What follows belongs to an exercise in optimizing a design on an open flow for small area, a short achievable clock period and few clock cycles per item; a production flow would make more cautious choices. The RTL was checked by simulation tests, not by an equivalence proof against the original design.

==> inputs of quartz <==
==> flow/design.v (excerpt) <==
module le_lane (
    input  wire        clk,
    input  wire        rst,           
    input  wire        start,
    input  wire [15:0] code,
    input  wire [15:0] vref,
    input  wire [15:0] sff,
    input  wire [20:0] vlink_mv,
    input  wire        vlink_ok,
    input  wire        at_dmax,
    input  wire [15:0] vscal,
    input  wire [15:0] vlnom,
    input  wire [31:0] kp,
    input  wire [31:0] ki,
    input  wire [31:0] kd,
    input  wire [31:0] dpole,
    input  wire [31:0] ll1_b0,
    input  wire [31:0] ll1_b1,
    input  wire [31:0] ll1_a1,
    input  wire [31:0] ll2_b0,
    input  wire [31:0] ll2_b1,
    input  wire [31:0] ll2_a1,
    input  wire [31:0] nb0,
    input  wire [31:0] nb1,
    input  wire [31:0] nb2,
    input  wire [31:0] na1,
    input  wire [31:0] na2,
    input  wire        nen,
    input  wire [15:0] dmax,
    input  wire [15:0] dmin,
    input  wire [15:0] imax,
    input  wire [15:0] llmax,
    input  wire [15:0] nmax,
    input  wire [15:0] ffmax,
    input  wire [14:0] emax,
    input  wire [5:0]  sat_clr,
    output wire        ready,
    output reg         done,
    output reg  [15:0] duty,
    output reg  [16:0] vout,
    output wire [15:0] err,
    output wire [31:0] integ_out,
    output reg  [15:0] ratio,
    output reg  [5:0]  sat,
    output reg         frz_hi,
    output reg         frz_lo
);
make LEC_CHECK=0 CAP_MARGIN=20 CORE_MARGIN=2 CORE_UTILIZATION=45 SLEW_MARGIN=20 finish   # period 25.0 ns
run.sh (not shown) runs the stock make flow with config.mk's settings and CLKGATE_MAP_FILE= SYNTH_SCRIPT=/design/flow/synth_recipe.tcl, a recipe that flattens the netlist after the stock synthesis.
==> delta: changes against quartz <==
--- a/flow/design.v
+++ b/flow/design.v
@@ -96,10 +96,11 @@
     reg                atd_r;
     reg                frz_r;        
     reg                nen_r;
     reg         [15:0] lim_r;        
     reg                d_r28, d_stk;  
+    reg                stk;          
     reg  signed [39:0] u;
     reg         [W-1:0] acc;
     reg         [4:0]  fl;           
     reg         [15:0] bo1, bo2, bon;  
     reg                ki_z, ki_s;   
@@ -137,18 +138,21 @@
         .pp8(ppr[8]),   .pp9(ppr[9]),   .pp10(ppr[10]), .pp11(ppr[11]),
         .pp12(ppr[12]), .pp13(ppr[13]), .pp14(ppr[14]), .pp15(ppr[15]),
         .negb(bon), .adda(add_a), .sa(csa_a), .sb(csa_b)
     );
     wire [W-1:0] s = csa_a + csa_b;
+    wire [27:0] zp = csa_a[27:0] ^ csa_b[27:0];
+    wire [27:0] zo = {csa_a[26:0] | csa_b[26:0], 1'b0};
+    wire        s_z28 = ~(|(zp ^ zo));
     wire        [16:0] vo_n   = acc[31:15];                  
     wire signed [17:0] e_dif  = {2'b00, ev} - {1'b0, acc[31:15]};
     wire signed [17:0] emax_s = {3'b000, vo[14:0]};
     wire               e_hi   = e_dif > emax_s;
     wire               e_lo   = e_dif < -emax_s;
     wire signed [15:0] e_n    = e_hi ? emax_s[15:0] : e_lo ? -emax_s[15:0] : e_dif[15:0];
     wire signed [16:0] de     = {ev[15], ev} - {eprev[15], eprev};
-    wire               c29    = acc[28] & (~acc[W-1] | (|acc[27:0]));
+    wire               c29    = acc[28] & (~acc[W-1] | stk);
     wire signed [W-30:0] t29  = acc[W-1:29] + {{(W-30){1'b0}}, c29};
     wire               cd     = d_r28 & (~acc[48] | d_stk);
     wire signed [48:0] td     = acc[48:0] + {48'd0, cd};
     wire               d_ok   = (&td[48:39]) | ~(|td[48:39]);
     wire signed [39:0] d_n    = d_ok ? td[39:0] : {td[48], {39{~td[48]}}};
@@ -245,13 +249,14 @@
         a_acc <= (st == 5'd6) | (st == 5'd7) | (st == 5'd9) | (st == 5'd10)
                | (st == 5'd12 && nen_r) | (st == 5'd13) | (st == 5'd14) | (st == 5'd15);
         mb_r <= mb_n;
         mb_rn <= ~mb_n;
         acc <= s;
+        stk <= ~s_z28;
         if (st == 5'd3) begin
             d_r28 <= acc[28];
-            d_stk <= |acc[27:0];
+            d_stk <= stk;
         end
         if (rst)
             ready_r <= 1'b1;
         else if (st == 5'd0 && start)
             ready_r <= 1'b0;
==> flow/flow/run.sh (new file) <==
#!/bin/bash
# The standard layout (standard.sh, the standard flow's own ORFS run with the standard synthesis), with one
# change: the buffers that buffer_ports puts on every input and output port are plain
# sky130_fd_sc_hd__buf_2 cells instead of the delay buffers it picks by default.
# make's full output goes to standard.log here; ORFS keeps each step's log under orfs/logs.
set -euo pipefail
export BUFFER_PORTS_ARGS="-buffer_cell sky130_fd_sc_hd__buf_2"
bash standard.sh > standard.log 2>&1
==> flow/standard.sh (new file) <==
#!/bin/bash
# synth_recipe.tcl (not shown) runs the flow's synth.tcl, then flattens the netlist and writes it again
# the make line also repeats each setting of config.mk as NAME=value (left out here)
make -C /OpenROAD-flow-scripts/flow DESIGN_CONFIG=/design/flow/config.mk WORK_HOME=/design/flow/orfs CLKGATE_MAP_FILE= SYNTH_SCRIPT=/design/flow/synth_recipe.tcl "${@:-finish}"
--- a/flow/config.mk
+++ b/flow/config.mk
@@ -5,7 +5,7 @@
 export SDC_FILE = /design/flow/constraint.sdc
 export NUM_CORES = 4
 export LEC_CHECK = 0
 export CAP_MARGIN = 20
 export CORE_MARGIN = 2
-export CORE_UTILIZATION = 45
-export SLEW_MARGIN = 20
+export CORE_UTILIZATION = 50
+export SLEW_MARGIN = 60
removed: flow/run.sh
==> qor summary <==
| item | quartz | delta |
|---|---|---|
| Synth Register Bits | 788 | 789 |
| DIE AREA | 189,300 um^2 | 170,500 um^2 |
| First-pass GRT wire length | 626,800 um | 606,100 um |
| Number of antenna violations at the first check in global routing | 111 | 76 |
| Inst Count DP | 12,550 | 12,400 |
| Number of vias per cell | 6.641 | 6.842 |
| Fraction of final layout cells sized beyond drive strength 1 | 5.725% | 15.25% |
| Run status | no timing/DRC/antenna violations | no timing/DRC/antenna violations |
| Aggregate routed wire length | 452,400 um | 438,400 um |
| Worst hold path stage count | 0 | 2 |
| Hold endpoint | vout[16] | l1x[6] |
| Final period utilization | 34.93% | 33.74% |
| Register-to-register path setup slack | 16.27 ns | 16.56 ns |
| Avg Cell Area, Syn | 8.523 um^2 | 8.483 um^2 |
| Number of clock-tree buffers in the layout | 121 | 124 |
| Mux cell area share after synthesis | 1.850% | 1.214% |
| Count of inverters not on the clock network in the layout | 965 | 1,001 |
| Fraction of the yosys area taken by sequential cells | 21.95% | 21.98% |
Testbench counts of quartz, summed over its fixed seeds: cycles 58,250, items 3,200.
Testbench counts of delta, summed over its fixed seeds: cycles 58,250, items 3,200.

==> what the ideal ports hide <==
In the flow no input, the clock included, has a driving cell. The finished layouts below were timed again as built, in two steps. Step 1: set_driving_cell puts a clkbuf_16 on clk and a buf_2 on each other input, an assumption about the parent block. Step 2 also shifts input and output timing later by t, the mid clock arrival at the registers, as if the neighbouring blocks saw the same clock. a / b / c = no drivers / after step 1 / after step 2; a / b = the first two.
run | shift t [ns] | setup slack, ns | worst setup path after step 2 | worst register clock-pin slew, ns
quartz | 0.836 | 16.267 / 16.267 / 16.267 | register to register | 0.08 / 0.08
delta | 0.826 | 16.565 / 16.565 / 16.565 | register to register | 0.08 / 0.08
After both steps every run listed still meets setup and hold.
